From an optimization exercise on the open Yosys and OpenROAD flow, aimed at small area, a short achievable clock period and few clock cycles per item; shortcuts taken in it are not production practice.
Only simulation tests tie the RTL to the original design; equivalence was not proved.
Power figures rest on the tool's default switching activity, not on a simulated workload.

==> flow/design.v <==
module xv_pivot (
    input  wire        clk,
    input  wire        rst,
    input  wire        in_valid,
    output wire        in_ready,
    input  wire [63:0] in_p,
    input  wire [63:0] in_th,
    input  wire [7:0]  in_fs,
    input  wire [7:0]  in_fd,
    input  wire        in_sx32,
    input  wire        in_dx32,
    input  wire        in_rsq,
    input  wire        in_sat,
    output reg         out_valid,
    output wire [63:0] out_q,
    output reg  [3:0]  out_flags
);
    localparam [1:0] S_IDLE = 2'd0, S_DIV = 2'd2, S_FIN = 2'd3;
    reg [1:0]  state;
    reg        first;         
    reg        sqf;           
    reg        bad;           
    reg        nv;
    reg        dx32, rsq, sat;
    reg signed [9:0] e;
    reg [5:0]  msb;           
    reg        pow2;
    reg [62:0] d;             
    reg [64:0] rem;           
    reg [5:0]  k;             
    reg [1:0]  qb;            
    reg        sq_en;         
    reg [63:0] srem;          
    reg [63:0] res;           
    reg        spec;
    reg [3:0]  sfl;
    assign in_ready  = (state == S_IDLE) || (state == S_FIN);
    assign out_q     = res;
    wire   nx        = (rem != 65'd0) || (srem != 64'd0);
    wire lo_z  = (in_p[30:0] == 31'd0);
    wire hi_z  = (in_p[62:32] == 31'd0);
    wire lt31  = (in_p[30:0] < in_th[30:0]);
    wire lt32s = (in_p[31] & ~in_th[31]) | ((in_p[31] == in_th[31]) & lt31);    
    wire lt32u = (~in_p[31] & in_th[31]) | ((in_p[31] == in_th[31]) & lt31);    
    wire lthi  = ($signed(in_p[63:32]) < $signed(in_th[63:32]));
    wire lt64  = lthi | ((in_p[63:32] == in_th[63:32]) & lt32u);
    wire p_nar = in_sx32 ? (in_p[31] & lo_z) : (in_p[63] & hi_z & ~in_p[31] & lo_z);
    wire t_nar = in_sx32 ? (in_th[31:0] == 32'h8000_0000) : (in_th == 64'h8000_0000_0000_0000);
    wire a_nv  = in_sx32 ? (in_p[31] | lo_z | lt32s)
                         : (in_p[63] | (hi_z & ~in_p[31] & lo_z) | lt64);
    wire signed [9:0] fs10 = {{2{in_fs[7]}}, in_fs};
    wire signed [9:0] fd10 = {{2{in_fd[7]}}, in_fd};
    wire signed [9:0] a_e  = (in_rsq ? fd10 + fd10 : fd10) + fs10;
    wire [62:0] a_d  = {in_sx32 ? 32'd0 : in_p[62:31], in_p[30:0]};
    wire [62:0] sm1  = a_d | (a_d >> 1);
    wire [62:0] sm2  = sm1 | (sm1 >> 2);
    wire [62:0] sm4  = sm2 | (sm2 >> 4);
    wire [62:0] sm8  = sm4 | (sm4 >> 8);
    wire [62:0] sm16 = sm8 | (sm8 >> 16);
    wire [62:0] sm32 = sm16 | (sm16 >> 32);
    wire [62:0] above = sm32 >> 1;            
    wire [62:0] lead  = a_d & ~above;
    reg  [63:0] t_any, t_mul;
    integer    lv, ix;
    reg        a_multi;
    always @* begin
        t_any = {1'b0, a_d};
        t_mul = 64'd0;
        for (lv = 1; lv < 64; lv = lv * 2)
            for (ix = 0; ix + lv < 64; ix = ix + 2 * lv) begin
                t_mul[ix] = t_mul[ix] | t_mul[ix + lv] | (t_any[ix] & t_any[ix + lv]);
                t_any[ix] = t_any[ix] | t_any[ix + lv];
            end
        a_multi = t_mul[0];
    end
    reg  [5:0]  a_msb;
    integer c;
    always @* begin
        a_msb = 6'd0;
        for (c = 0; c < 63; c = c + 1)
            a_msb = a_msb | (lead[c] ? c[5:0] : 6'd0);
    end
    wire [64:0] a_rem;
    genvar g;
    generate
        for (g = 0; g < 65; g = g + 1) begin : g_rem
            wire up = (g >= 1 && g <= 63) ? lead[g - 1] : 1'b0;
            wire at = (g <= 62) ? lead[g] : 1'b0;
            assign a_rem[g] = (g % 2 == 0 ? !a_e[0] : a_e[0]) & (at | up);
        end
    endgenerate
    wire signed [9:0] s  = e - $signed({4'd0, msb});
    wire [5:0]  kc = first ? s[6:1] : k;      
    wire signed [9:0] kk = rsq ? (dx32 ? 10'sd61 : 10'sd125) : (dx32 ? 10'sd30 : 10'sd62);
    wire under = s[9];
    wire over  = (s > kk + 10'sd1) || ((s == kk + 10'sd1) && pow2);
    wire [63:0] nar_code = dx32 ? 64'h0000_0000_8000_0000 : 64'h8000_0000_0000_0000;
    wire [63:0] max_code = dx32 ? 64'h0000_0000_7FFF_FFFF : 64'h7FFF_FFFF_FFFF_FFFF;
    wire [65:0] x3  = {1'b0, rem};
    wire [65:0] y3  = ~{2'b00, d, 1'b0};
    wire [65:0] z3  = ~{3'b000, d};
    wire [65:0] s3  = x3 ^ y3 ^ z3;
    wire [65:0] c3  = {(x3[64:0] & y3[64:0]) | (x3[64:0] & z3[64:0]) | (y3[64:0] & z3[64:0]), 1'b1};
    wire [65:0] r3  = s3 + c3 + 66'd1;
    wire [65:0] r1  = {1'b0, rem} - {3'b000, d};
    wire [65:0] r2  = {1'b0, rem} - {2'b00, d, 1'b0};
    wire        ge1 = !r1[65], ge2 = !r2[65], ge3 = !r3[65];
    wire [1:0]  qd  = ge3 ? 2'd3 : ge2 ? 2'd2 : {1'b0, ge1};
    wire [62:0] rem_nx = ge3 ? r3[62:0] : ge2 ? r2[62:0] : ge1 ? r1[62:0] : rem[62:0];
    wire [65:0] srem2    = {srem, qb};
    wire [65:0] trial    = {res[63:0], 2'b01};
    wire [66:0] srem_sub = {1'b0, srem2} - {1'b0, trial};
    wire        r_one    = !srem_sub[66];
    wire [63:0] srem_nx  = r_one ? srem_sub[63:0] : srem2[63:0];
    always @(posedge clk) begin
        if (rst) begin
            state     <= S_IDLE;
            sqf       <= 1'b0;
            sq_en     <= 1'b0;
            out_valid <= 1'b0;
        end else begin
            sq_en     <= 1'b0;
            out_valid <= (state == S_FIN);
            if (state == S_FIN)
                out_flags <= spec ? sfl : {1'b0, nx, nx && (res == 64'd0), 1'b0};
            case (state)
                S_IDLE, S_FIN: begin
                    if (in_valid) begin
                        d     <= a_d;
                        bad   <= p_nar || t_nar || a_nv;
                        nv    <= !(p_nar || t_nar);
                        e     <= a_e;
                        msb   <= a_msb;
                        pow2  <= !a_multi;
                        dx32  <= in_dx32;
                        rsq   <= in_rsq;
                        sat   <= in_sat;
                        rem   <= a_rem;
                        qb    <= 2'b00;
                        srem  <= 64'd0;
                        first <= 1'b1;
                        state <= S_DIV;
                    end else
                        state <= S_IDLE;
                end
                S_DIV: begin
                    if (!sqf) begin
                        rem <= {rem_nx, 2'b00};
                        k   <= kc - 6'd1;
                        qb  <= qd;
                        sq_en <= rsq;
                        if (!rsq)
                            res <= {res[61:0], qd};
                        if (kc == 6'd0) begin
                            if (rsq) sqf <= 1'b1;
                            else     state <= S_FIN;
                        end
                    end else begin
                        sqf   <= 1'b0;
                        state <= S_FIN;
                    end
                    if (sq_en) begin
                        srem <= srem_nx;
                        res  <= {res[62:0], r_one};
                    end
                    if (first) begin
                        first <= 1'b0;
                        spec  <= 1'b1;
                        if (bad) begin
                            res   <= nar_code;
                            sfl   <= {nv, 3'b000};
                            sqf   <= 1'b0;
                            state <= S_FIN;
                        end else if (under) begin
                            res   <= 64'd0;
                            sfl   <= 4'b0110;
                            sqf   <= 1'b0;
                            state <= S_FIN;
                        end else if (over) begin
                            res   <= sat ? nar_code : max_code;
                            sfl   <= 4'b0101;
                            sqf   <= 1'b0;
                            state <= S_FIN;
                        end else begin
                            res   <= rsq ? 64'd0 : {62'd0, qd};
                            spec  <= 1'b0;
                        end
                    end
                end
                default: state <= S_IDLE;
            endcase
        end
    end
endmodule
==> flow/run.sh <==
#!/bin/bash
# synth_recipe.tcl (not shown) runs the flow's synth.tcl, then flattens the netlist and writes it again
# the make line also repeats each setting of config.mk as NAME=value (left out here)
make -C /OpenROAD-flow-scripts/flow DESIGN_CONFIG=/design/flow/config.mk WORK_HOME=/design/flow/orfs CLKGATE_MAP_FILE= SYNTH_SCRIPT=/design/flow/synth_recipe.tcl finish
==> flow/config.mk <==
export PLATFORM = sky130hd
export DESIGN_NAME = xv_pivot
export DESIGN_NICKNAME = xv_pivot
export VERILOG_FILES = /design/flow/design.v
export SDC_FILE = /design/flow/constraint.sdc
export NUM_CORES = 4
export LEC_CHECK = 0
export CAP_MARGIN = 20
export CORE_MARGIN = 2
export CORE_UTILIZATION = 40
export CTS_BUF_LIST = sky130_fd_sc_hd__clkbuf_8
export SETUP_SLACK_MARGIN = 5
export SLEW_MARGIN = 20
export TNS_END_PERCENT = 0
==> flow/constraint.sdc <==
create_clock -name core_clock -period 9.0 [get_ports {clk}]
set_input_delay 1.8000 -clock core_clock [delete_from_list [all_inputs] [get_ports {clk}]]
set_output_delay 1.8000 -clock core_clock [all_outputs]
set_load 0.01 [all_outputs]
==> results.yml, run 1 <==
global_route:
  antenna_found_initial: 4
  grt_pass1_wl_um: 205000
  grt_max_degree: 77
  grt_use_total_pct: 29.9
  grt-ovfl-total: 0
  grt_pass1_vias: 33100
place:
  dp_slack_ns: 3.24
  place_congestion: 1.01
  dpl_cell_area_um2: 37700
  io_buffer_count: 220
  place_hpwl_um: 105000
  dpl.cell_count: 5359
sta:
  finalSetupTns_ns: 0
  maxSlewViolCount: 0
  min_period_over_period_pct: 46.3
  worst_pin_slew_ns: 1.15
  slew_headroom_pct: 22.6
  hold_violations: 0
  layout_min_cycle_time_ns: 4.17
  fin_worst_skew_ns: 0.0652
  rsz0062_at_grt: "yes"
  max_freq_mhz: 240
  finalSetupViolCount: 0
  fin_ws_ns: 4.83
floorplan:
  die_h_um: 298
  initial_core_util_pct: 40.4
  boundaryPins: 221
  die_x_um: 298
  dieArea_um2: 88700
  core_area_um2: 85400
  rows: 107
power:
  power_frac_comb_pct: 52.3
  netSwitchingFraction_pct: 43.5
  peakVddDrop_uv: 172
  p_seq_share_pct: 25.9
  p_leak_uw: 0.0169
  internal-power_uw: 4050
  p_clk_share_pct: 21.8
  power.switching_uw: 3120
  p_per_area_nw_per_um2: 171
routing:
  post_drt_via_cell_ratio: 6.15
  finalWirelength_um: 138000
  drc: 0
  ant_nets: 0
  num_vias: 34500
  wl_per_cell_um: 24.6
  drt_iter0_markers: 3765
  first_pass_iters: 6
cells_and_area:
  area_delta_synth_final_pct: 21.3
  multi_input_area_um2: 25300
  fin_area_um2: 41900
  utilization_pct: 49.1
  final_cells: 5615
  fin_nets: 4987
  seq_area_um2: 8990
  drive_gt1_share_pct: 13.7
  fillers: 8332
setup_path:
  critical_path_class: "flop to flop"
  critical_path_arrival_ns: 4.60
  end_kind: "flop"
  startpoint_type: "flop"
  critical_path_required_ns: 9.44
  critical_path_peak_fanout: 8
synth:
  post_synth.cell_area_avg_um2: 8.34
  synthCells: 4144
  async_flop_share_pct: 0
  ys_ff_latch: 301
  synth_edf_count: 296
  synthTopCellsByCount: "a21oi_1 (430), nand2_1 (361), ha_1 (345)"
  yosysUniqueCellTypes: 108
  yosysWarnings: 1
  yosys.cell_count.top_type: "a21oi_1"
  synth_top_cell_by_area: "edfxtp_1"
  synth_top_cell_area_share_pct: 25.7
  synth.area.top_cells: "edfxtp_1 (26%), ha_1 (12%), a21oi_1 (6.2%)"
  seq_area_frac_synth_pct: 26.0
  syn_area_um2: 34500
  synth_ff_type: "edfxtp_1"
  syn-num-nets: 4707
clock_tree:
  hold_buffers: 0
  cts_buffers: 59
  cts_max_path_buffers: 3
  clock_latency_ns: 0.74
  root_buffer: "clkbuf_8"
  cts_tree: "done"
  path_clk_slew_ns: 0.07
  cts.sinks: 301
  cts.htree.levels: 2
status:
  outcome: "complete, no violations"
worst_hold_path:
  hold_path_class: "flop to flop"
job:
  drv_cap: 0
-- kinds of logic after synthesis --
logic type | after synthesis | share of synthesized area (%)
AND/OR/NAND/NOR | 1272 | 18.2
AO/OA/AOI/OAI | 1361 | 25.3
XOR/XNOR | 241 | 6.11
adder cells (fa/ha/maj) | 413 | 16.4
flip-flops | 301 | 26.0
buffers and inverters | 472 | 5.42
multiplexers | 84 | 2.47
-- power groups by stage --
stage / combinational [uW] / sequential [uW] / clock, uW
2_1_floorplan: 2300 / 1810 / 0
3_3_place_gp: 3220 / 1890 / 0
3_5_place_dp: 3190 / 1890 / 0
4_1_cts: 3540 / 1860 / 1580
5_1_grt: 4040 / 1860 / 1640
6_report: 3750 / 1860 / 1560
-- layout by cell type, fill, tap and decap left out, types with 94 or more instances in the layout --
master             n
a21oi_1          401
a21o_1           177
buf_4            151
clkdlybuf4s50_1  190
nor2_1           284
nand2_1          352
edfxtp_1         296
nand4_1           96
inv_1            248
ha_1             298
xor2_1            94
o21ai_0          236
xnor2_1          147
-- per-layer routing --
layer	GRT usage [%]	wire [um]	vias up
li1	-	-	16000
met1	39.6	56600	16600
met2	48.0	62600	1659
met3	4.33	11300	279
met4	14.0	7340	2
met5	0	17	-
-- worst max-delay path: stages, from the launching register on --
cell and delay [ns]:
edfxtp_1 0.42, inv_2 0.20, fa_1 0.47, ha_4 0.26, a21oi_1 0.16, o21ai_1 0.11, a221oi_2 0.27, o21bai_1 0.12
a221o_1 0.40, a32o_2 0.27, a31oi_4 0.21, o31ai_4 0.10, buf_6 0.15, buf_6 0.13, buf_6 0.15, a21oi_1 0.11
o21ai_1 0.09, a31o_2 0.24
-- through the flow --
| step | total power, uW | hold WS, ns |
|---|---|---|
| global placement | 5110 | 0.495 |
| global route | 7540 | 0.543 |
| floorplan | 4110 | 0.473 |
| detailed placement | 5080 | 0.505 |
| CTS | 6980 | 0.514 |
| finish | 7170 | 0.511 |
-- sequential cells by signal, indices dropped and copies added (netlist names), 2 cells and up --
register   flops
state          2
out_flags      4
e             10
res           64
d             63
k              6
srem          64
qb             2
msb            6
sfl            4
rem           65
-- layout make-up --
class	instances	area share, %
inverter	292	2.73
clock buffer	66	2.17
sequential	301	21.5
clock inverter	39	0.869
antenna	3	0.0179
timing repair buffer	396	9.04
tap	1144	3.42
multi-input combinational	3374	60.3
-- final timing paths --
kind	from	end	slack, ns	cells after the start
min	state[0]	state[0]	0.51	2
max	d[33]	rem[35]	4.83	17
max reg2reg	d[33]	rem[35]	4.83	17
min reg2reg	state[0]	state[0]	0.51	2
-- timing repair --
action                                  4_1_cts  5_1_grt
resized for setup                           319       97
pin swaps                                    57       46
endpoints found under the setup margin      209      211
gates cloned                                  6        0
setup buffers                                91       51
Testbench counts, summed over its fixed seeds: cycles 53,002, items 1,600.
==> run 2: changes to the inputs <==
==> flow/flow/run.sh (new file) <==
#!/bin/bash
# The standard layout, with plain buffers (instead of delay cells) on the ports and timing
# repair free to resize cells across footprints.
set -euo pipefail
bash standard.sh "BUFFER_PORTS_ARGS=-buffer_cell sky130_fd_sc_hd__buf_2" "MATCH_CELL_FOOTPRINT=0" finish > standard_make.log 2>&1
==> flow/standard.sh (new file) <==
#!/bin/bash
# synth_recipe.tcl (not shown) runs the flow's synth.tcl, then flattens the netlist and writes it again
# the make line also repeats each setting of config.mk as NAME=value (left out here)
make -C /OpenROAD-flow-scripts/flow DESIGN_CONFIG=/design/flow/config.mk WORK_HOME=/design/flow/orfs CLKGATE_MAP_FILE= SYNTH_SCRIPT=/design/flow/synth_recipe.tcl "${@:-finish}"
removed: flow/run.sh
==> run 2 against run 1 <==
Against the previous run: still clean on timing, DRC and antenna; flip-flop and latch count is the same; wire length shrank 1.6%; global-route usage is 0.39 points lower; final cell count shrank 0.18%; critical endpoint is now pow2; largest cell class unchanged; largest power group unchanged; highest routed layer is now met4.
==> results.yml, run 2 <==
status:
  outcome: "complete, no violations"
sta:
  worst_pin_slew_ns: 1.07
  fin_ws_ns: 4.74
  min_period_over_period_pct: 47.3
  rsz0062_at_grt: "yes"
  max_freq_mhz: 235
  whs_ns: 0.509
  slew_headroom_pct: 27.9
  finalSetupViolCount: 0
  fin_worst_skew_ns: 0.0790
  layout_min_cycle_time_ns: 4.26
  finalSetupTns_ns: 0
  hold_violations: 0
  maxSlewViolCount: 0
floorplan:
  die_x_um: 298
  boundaryPins: 221
  core_area_um2: 85400
  die_h_um: 298
  rows: 107
  dieArea_um2: 88700
  initial_core_util_pct: 40.4
power:
  peakVddDrop_uv: 109
  p_seq_share_pct: 26.4
  internal-power_uw: 3940
  power_frac_comb_pct: 52.3
  power.switching_uw: 3070
  netSwitchingFraction_pct: 43.8
  p_total_uw: 7010
  p_per_area_nw_per_um2: 174
  p_clk_share_pct: 21.3
  p_leak_uw: 0.0168
cells_and_area:
  fillers: 8491
  drive_gt1_share_pct: 17.4
  final_cell_mix: "a21oi_1 (405), nand2_1 (353), ha_1 (303)"
  fin_area_um2: 40400
  fin_nets: 4974
  final_common_cell: "a21oi_1"
  area_delta_synth_final_pct: 17.0
  largestRegisters: "rem (65), res (64), srem (64)"
  largest_register: "rem"
  largest_register_ffs: 65
synth:
  synth_ff_type: "edfxtp_1"
  synth_top_cell_by_area: "edfxtp_1"
  syn_area_um2: 34500
  async_flop_share_pct: 0
  syn-num-nets: 4707
  synth_top_cell_area_share_pct: 25.7
  seq_area_frac_synth_pct: 26.0
  post_synth.cell_area_avg_um2: 8.34
  synth_edf_count: 296
  ys_ff_latch: 301
  yosysWarnings: 1
  yosys.cell_count.top_type: "a21oi_1"
  synthTopCellsByCount: "a21oi_1 (430), nand2_1 (361), ha_1 (345)"
  synthCells: 4144
  synth.area.top_cells: "edfxtp_1 (26%), ha_1 (12%), a21oi_1 (6.2%)"
  yosysUniqueCellTypes: 108
global_route:
  grt_max_degree: 73
  grt_use_total_pct: 29.5
  grt_pass1_vias: 32800
  antenna_found_initial: 2
  grt-ovfl-total: 0
  grt_pass1_wl_um: 203000
place:
  place_congestion: 1.00
  dpl_cell_area_um2: 36600
  dp_slack_ns: 3.41
  place_hpwl_um: 103000
  io_buffer_count: 220
routing:
  finalWirelength_um: 136000
  drt_iter0_markers: 4046
  first_pass_iters: 6
  drc: 0
  post_drt_via_cell_ratio: 6.16
  ant_nets: 0
  num_vias: 34500
  wl_per_cell_um: 24.2
setup_path:
  crit_chain: "buf_2 > nor2_1 > nand2_1 > a221o_1 > a2111oi_0 > nand3_1 > nor4b_1"
  r2r_start: "rem[47]"
  r2r-end: "rem[47]"
  crit_family: "simple AND/OR/NAND/NOR gates"
  critical_path_peak_fanout: 9
  cp-startpoint: "in_p[15]"
  critical_path_class: "input port to flop"
  critical_path_required_ns: 9.49
  crit_path_max_incr_delay_ns: 0.76
  crit_path_top_delay_cell: "a2111oi_0"
  endpoint: "pow2"
  rrSetupSlack_ns: 4.78
  end_kind: "flop"
  path_depth: 7
  reg2reg_depth: 16
  worst-path-buf-inv: 1
  critical_path_arrival_ns: 4.75
  startpoint_type: "input port"
clock_tree:
  cts_buffers: 57
  cts.htree.levels: 2
  cts_tree: "done"
  root_buffer: "clkbuf_8"
  cts.sinks: 301
  path_clk_slew_ns: 0.07
  hold_buffers: 0
  clock_latency_ns: 0.73
  cts_max_path_buffers: 3
job:
  drv_cap: 0
worst_hold_path:
  hold_path_class: "flop to flop"
==> run 2: worst reg2reg max path, delay by kind of cell, from the launching register on <==
family	cells	cell delay (ns)
compound gates	6	1.18
simple gates	6	0.97
fa+ha+maj	2	0.87
flops	1	0.62
buf+inv	2	0.32
==> run 2: what timing repair did <==
action	in CTS	in global routing
endpoints found under the hold margin	0	0
resized for setup	269	63
gates cloned	9	0
setup buffers	102	27
pin swaps	54	34
endpoints found under the setup margin	206	206
==> run 2: worst min path at each step <==
stage,start,endpoint,slack [ns],cells past startpoint
after global routing,sfl[0],out_flags[0],0.54,1
after detailed placement,state[1],state[1],0.50,2
after floorplan,state[0],state[0],0.47,2
after CTS,state[1],state[1],0.51,2
after global placement,state[1],state[1],0.50,2
final,state[1],state[1],0.51,2
==> run 2: metal layers <==
metal | share of wire [%] | track usage (%) | vias to the layer above
met3 | 8.4 | 4.43 | 272
met1 | 42 | 39.4 | 16700
li1 | - | - | 16000
met5 | 0 | 0 | -
met4 | 4.4 | 11.3 | 0
met2 | 46 | 48.1 | 1604
==> run 2: final cells by class <==
cell class / instances / area (um^2) / area share [%]
Clock inverter: 47 / 404 / 1.00
Tap cell: 1144 / 1430 / 3.54
Sequential cell: 301 / 8990 / 22.2
Clock buffer: 60 / 826 / 2.04
Antenna cell: 2 / 5.00 / 0.0124
Multi-Input combinational cell: 3373 / 24900 / 61.7
Inverter: 292 / 1130 / 2.80
Timing Repair Buffer: 386 / 2690 / 6.67
==> run 2: cell families after synthesis <==
family                     Yosys count  share of synthesized area (%)
muxes                               84                           2.47
adders and majority gates          413                           16.4
buffers and inverters              472                           5.42
AOI/OAI and AO/OA                 1361                           25.3
xor gates and xnor gates           241                           6.11
and+or+nand+nor                   1272                           18.2
DFF                                301                           26.0
==> run 2: through the flow <==
| stage | utilization (%) | cells |
|---|---|---|
| finish | 47.3 | 5605 |
| global route | 47.3 | 5604 |
| CTS | 46.7 | 5576 |
| detailed placement | 42.8 | 5358 |
| global placement | 42.8 | 5358 |
| floorplan | - | 4144 |
==> run 2: power groups by stage <==
stage                     registers [uW]  clock network [uW]  logic, uW
final                               1850                1490       3660
after global routing                1860                1570       3960
after CTS                           1850                1520       3500
after detailed placement            1890                   0       3140
after global placement              1890                   0       3160
after floorplan                     1810                   0       2300
==> run 3: changes to the inputs <==
--- a/flow/design.v
+++ b/flow/design.v
@@ -13,7 +13,7 @@
     input  wire        in_sat,
     output reg         out_valid,
     output wire [63:0] out_q,
-    output reg  [3:0]  out_flags
+    output wire [3:0]  out_flags
 );
     localparam [1:0] S_IDLE = 2'd0, S_DIV = 2'd2, S_FIN = 2'd3;
     reg [1:0]  state;
@@ -34,9 +34,14 @@
     reg [63:0] res;           
     reg        spec;
     reg [3:0]  sfl;
-    assign in_ready  = (state == S_IDLE) || (state == S_FIN);
+    reg [3:0]  fl_r;          
+    reg        fl_c;          
+    reg        divnz;         
+    assign in_ready  = (state == S_IDLE) || (state == S_FIN) || ((state == S_DIV) && sqf);
     assign out_q     = res;
     wire   nx        = (rem != 65'd0) || (srem != 64'd0);
+    wire   nx_c      = divnz || (srem != 64'd0);
+    assign out_flags = fl_c ? {1'b0, nx_c, nx_c && (res == 64'd0), 1'b0} : fl_r;
     wire lo_z  = (in_p[30:0] == 31'd0);
     wire hi_z  = (in_p[62:32] == 31'd0);
     wire lt31  = (in_p[30:0] < in_th[30:0]);
@@ -120,11 +125,16 @@
             out_valid <= 1'b0;
         end else begin
             sq_en     <= 1'b0;
-            out_valid <= (state == S_FIN);
-            if (state == S_FIN)
-                out_flags <= spec ? sfl : {1'b0, nx, nx && (res == 64'd0), 1'b0};
-            case (state)
-                S_IDLE, S_FIN: begin
+            out_valid <= (state == S_FIN) || ((state == S_DIV) && sqf);
+            if (state == S_FIN) begin
+                fl_r <= spec ? sfl : {1'b0, nx, nx && (res == 64'd0), 1'b0};
+                fl_c <= 1'b0;
+            end
+            if ((state == S_DIV) && sqf) begin
+                divnz <= (rem != 65'd0);
+                fl_c  <= 1'b1;
+            end
+            if (in_ready) begin
                     if (in_valid) begin
                         d     <= a_d;
                         bad   <= p_nar || t_nar || a_nv;
@@ -137,12 +147,12 @@
                         sat   <= in_sat;
                         rem   <= a_rem;
                         qb    <= 2'b00;
-                        srem  <= 64'd0;
                         first <= 1'b1;
                         state <= S_DIV;
                     end else
                         state <= S_IDLE;
-                end
+            end
+            case (state)
                 S_DIV: begin
                     if (!sqf) begin
                         rem <= {rem_nx, 2'b00};
@@ -155,16 +165,15 @@
                             if (rsq) sqf <= 1'b1;
                             else     state <= S_FIN;
                         end
-                    end else begin
+                    end else
                         sqf   <= 1'b0;
-                        state <= S_FIN;
-                    end
                     if (sq_en) begin
                         srem <= srem_nx;
                         res  <= {res[62:0], r_one};
                     end
                     if (first) begin
                         first <= 1'b0;
+                        srem  <= 64'd0;
                         spec  <= 1'b1;
                         if (bad) begin
                             res   <= nar_code;
@@ -187,7 +196,7 @@
                         end
                     end
                 end
-                default: state <= S_IDLE;
+                default: ;
             endcase
         end
     end
==> flow/flow/run.sh (replaced) <==
#!/bin/bash
# The standard layout, with plain buffers (instead of delay cells) on the ports, timing repair
# free to resize cells across footprints and aimed 6 ns below the clock period; clock tree of clkbuf_8.
set -euo pipefail
bash standard.sh "BUFFER_PORTS_ARGS=-buffer_cell sky130_fd_sc_hd__buf_2" "MATCH_CELL_FOOTPRINT=0" "SETUP_SLACK_MARGIN=6" finish > standard_make.log 2>&1
==> run 3 against run 2 <==
Against the previous run: combinational power is 85% higher; area after synthesis rose by 2.6%; die area is 2.6% higher; worst setup slack lost 0.39 ns; worst hold slack got worse by 0.011 ns; maximum frequency down 8.3%; core utilization is 2.2 points lower; via count grew 2.4%; global-route usage down 0.24 points; first-iteration DRC count is 5.2% lower; synthesized cell count is 3.7% higher; critical path type is now flop to flop.
==> results.yml, run 3 <==
synth:
  syn-num-nets: 4859
  seq_area_frac_synth_pct: 25.5
  yosysUniqueCellTypes: 102
  synth_top_cell_by_area: "edfxtp_1"
  synth_top_cell_area_share_pct: 25.2
  syn_area_um2: 35500
  post_synth.cell_area_avg_um2: 8.25
  async_flop_share_pct: 0
  synth_edf_count: 298
  synthTopCellsByCount: "a21oi_1 (423), nor2_1 (404), ha_1 (344)"
  synthCells: 4297
  ys_ff_latch: 303
  yosysWarnings: 1
  synth_ff_type: "edfxtp_1"
  yosys.cell_count.top_type: "a21oi_1"
  synth.area.top_cells: "edfxtp_1 (25%), ha_1 (12%), a21oi_1 (6.0%)"
setup_path:
  critical_path_arrival_ns: 5.13
  cp-startpoint: "d[22]"
  r2r-end: "rem[63]"
  end_kind: "flop"
  critical_path_class: "flop to flop"
  startpoint_type: "flop"
  endpoint: "rem[63]"
  rrSetupSlack_ns: 4.36
  critical_path_peak_fanout: 13
  reg2reg_depth: 15
  r2r_start: "d[22]"
  critical_path_required_ns: 9.49
cells_and_area:
  fin_area_um2: 39700
  largest_register: "rem"
  largest_register_ffs: 65
  largestRegisters: "rem (65), res (64), srem (64)"
  fin_nets: 5046
  final_common_cell: "a21oi_1"
  final_cell_mix: "a21oi_1 (416), nor2_1 (397), ha_1 (333)"
  drive_gt1_share_pct: 11.9
  area_delta_synth_final_pct: 12.1
  final_cells: 5698
floorplan:
  rows: 109
  initial_core_util_pct: 40.2
  die_h_um: 302
  boundaryPins: 221
  core_area_um2: 88100
  dieArea_um2: 91000
  die_x_um: 302
job:
  drv_cap: 0
clock_tree:
  cts_buffers: 57
  cts_max_path_buffers: 3
  path_clk_slew_ns: 0.07
  cts.htree.levels: 2
  cts_tree: "done"
  cts.sinks: 303
  hold_buffers: 0
  clock_latency_ns: 0.73
  root_buffer: "clkbuf_8"
routing:
  finalWirelength_um: 138000
  wl_met2_um: 60300
  drc: 0
  wl_per_cell_um: 24.2
  post_drt_via_cell_ratio: 6.21
  ant_nets: 0
  drt_iter0_markers: 3836
  wl_met1_um: 58900
  first_pass_iters: 9
  dr_wl_met3_um: 12900
  top_layer_used: "met5"
  num_vias: 35400
place:
  dpl_cell_area_um2: 37700
  dpl.cell_count: 5544
  place_hpwl_um: 107000
  io_buffer_count: 220
  place_congestion: 0.967
  dp_slack_ns: 3.50
sta:
  slew_headroom_pct: 13.8
  finalSetupViolCount: 0
  fin_worst_skew_ns: 0.0572
  whs_ns: 0.497
  hold_violations: 0
  maxSlewViolCount: 0
  min_period_over_period_pct: 51.6
  finalSetupTns_ns: 0
  max_freq_mhz: 215
  rsz0062_at_grt: "yes"
  fin_ws_ns: 4.36
  worst_pin_slew_ns: 1.28
  layout_min_cycle_time_ns: 4.64
global_route:
  grt_use_total_pct: 29.3
  grt_max_degree: 91
  antenna_found_initial: 7
  grt_pass1_wl_um: 205000
  grt-ovfl-total: 0
  grt_pass1_vias: 33300
power:
  p_leak_uw: 0.0166
  p_per_area_nw_per_um2: 260
  peakVddDrop_uv: 117
status:
  outcome: "complete, no violations"
worst_hold_path:
  hold_path_class: "flop to flop"
[run 3: cell count changes in the layout (fill, tap and decap cells not counted), sizes merged, moves of 16 or more]
cell,before,now
xor2,94,111
buf,378,301
and2,20,37
o21ai,297,314
nand2,363,282
xnor2,147,129
inv,302,329
a31oi,43,59
nor2,306,408
mux2i,74,91
a221oi,17,36
[run 3: worst max-delay path, stage by stage (launching register included)]
cell      delay (ns)
edfxtp_1        0.39
inv_1           0.26
fa_1            0.47
ha_1            0.47
nand4_1         0.19
nor2_1          0.24
nand4_1         0.16
a311o_1         0.39
a21o_1          0.25
o211ai_4        0.26
o21ai_1         0.13
buf_6           0.18
nor2_4          0.57
a32oi_1         0.21
o21ai_1         0.14
a21oi_1         0.05
[run 3: cells by family after synthesis]
group,share of synthesized area [%]
AOI/OAI and AO/OA,25.9
and+or+nand+nor,18.1
buffers and inverters,5.42
adders and majority gates,16.0
DFF,25.5
xor gates and xnor gates,5.93
muxes,3.11
[run 3: worst min path at each step]
stage / cells after the start / startpoint / end
after CTS: 2 / state[0] / state[0]
after detailed placement: 2 / state[0] / state[0]
after global routing: 2 / state[0] / state[0]
final: 2 / state[0] / state[0]
after floorplan: 2 / state[0] / state[0]
after global placement: 2 / state[0] / state[0]
[run 3: final cells by class]
type / instances / area (um^2)
diodes: 3 / 7.51
clock buffers: 58 / 798
clock inverters: 47 / 327
fillers: 8928 / 48400
inverters: 314 / 1180
multi-input cells: 3507 / 25100
flip-flops and latches: 303 / 9050
well taps: 1165 / 1460
repair buffers: 301 / 1800
[run 3: what timing repair did]
action	in CTS	in global routing
endpoints found under the setup margin	438	442
resized for setup	56	65
pin swaps	11	9
cloned	2	2
buffers inserted	8	34
[run 3: layer usage]
metal | track usage (%) | vias up
met5 | 0 | -
met4 | 10.5 | 4
met3 | 4.91 | 281
met2 | 45.9 | 1850
met1 | 40.5 | 16800
li1 | - | 16400
[run 3: through the flow]
stage	util [%]	total power (uW)
final	45.1	10300
after global routing	45.1	11000
after CTS	44.5	9990
after detailed placement	42.8	8420
after global placement	42.8	8460
after floorplan	-	6570
[run 3: where the power goes]
group / internal (uW) / switching [uW] / total (uW) / leakage [uW]
registers: 1820 / 339 / 2160 / 0.00285
clock network: 720 / 704 / 1420 / 0.000644
logic: 2550 / 4200 / 6760 / 0.0131
total: 5100 / 5250 / 10300 / 0.0166
Testbench counts of run 3, summed over its fixed seeds: cycles 52,222, items 1,600.

## afterwards: timing with drivers on the ports
No port has a modelled driver above. Below, the same layouts with a new extraction and two added sets of constraints. Step 1, drivers: a clkbuf_16 drives clk and a buf_2 each remaining input, both assumed. Step 2 also shifts input and output timing later by t, the mid clock arrival at the registers, as if the neighbouring blocks saw the same clock. Slacks: ideal / step 1 / step 2; pairs: ideal / step 1.
run	t, ns	slack for setup (ns)	hold WS [ns]	worst setup path after step 2	worst register clock-pin slew, ns
run 1	0.774	4.834 / 4.834 / 4.108	0.511 / 0.511 / 0.511	input to register	0.08 / 0.08
run 2	0.756	4.745 / 4.779 / 4.034	0.509 / 0.509 / 0.509	input to register	0.07 / 0.07
run 3	0.766	4.358 / 4.354 / 3.638	0.497 / 0.497 / 0.497	input to register	0.08 / 0.08
After both steps setup and hold are still met in every run listed. The setup slack of run 1, which loses most, moves by 0.000 ns with the drivers and by -0.726 ns with both steps.
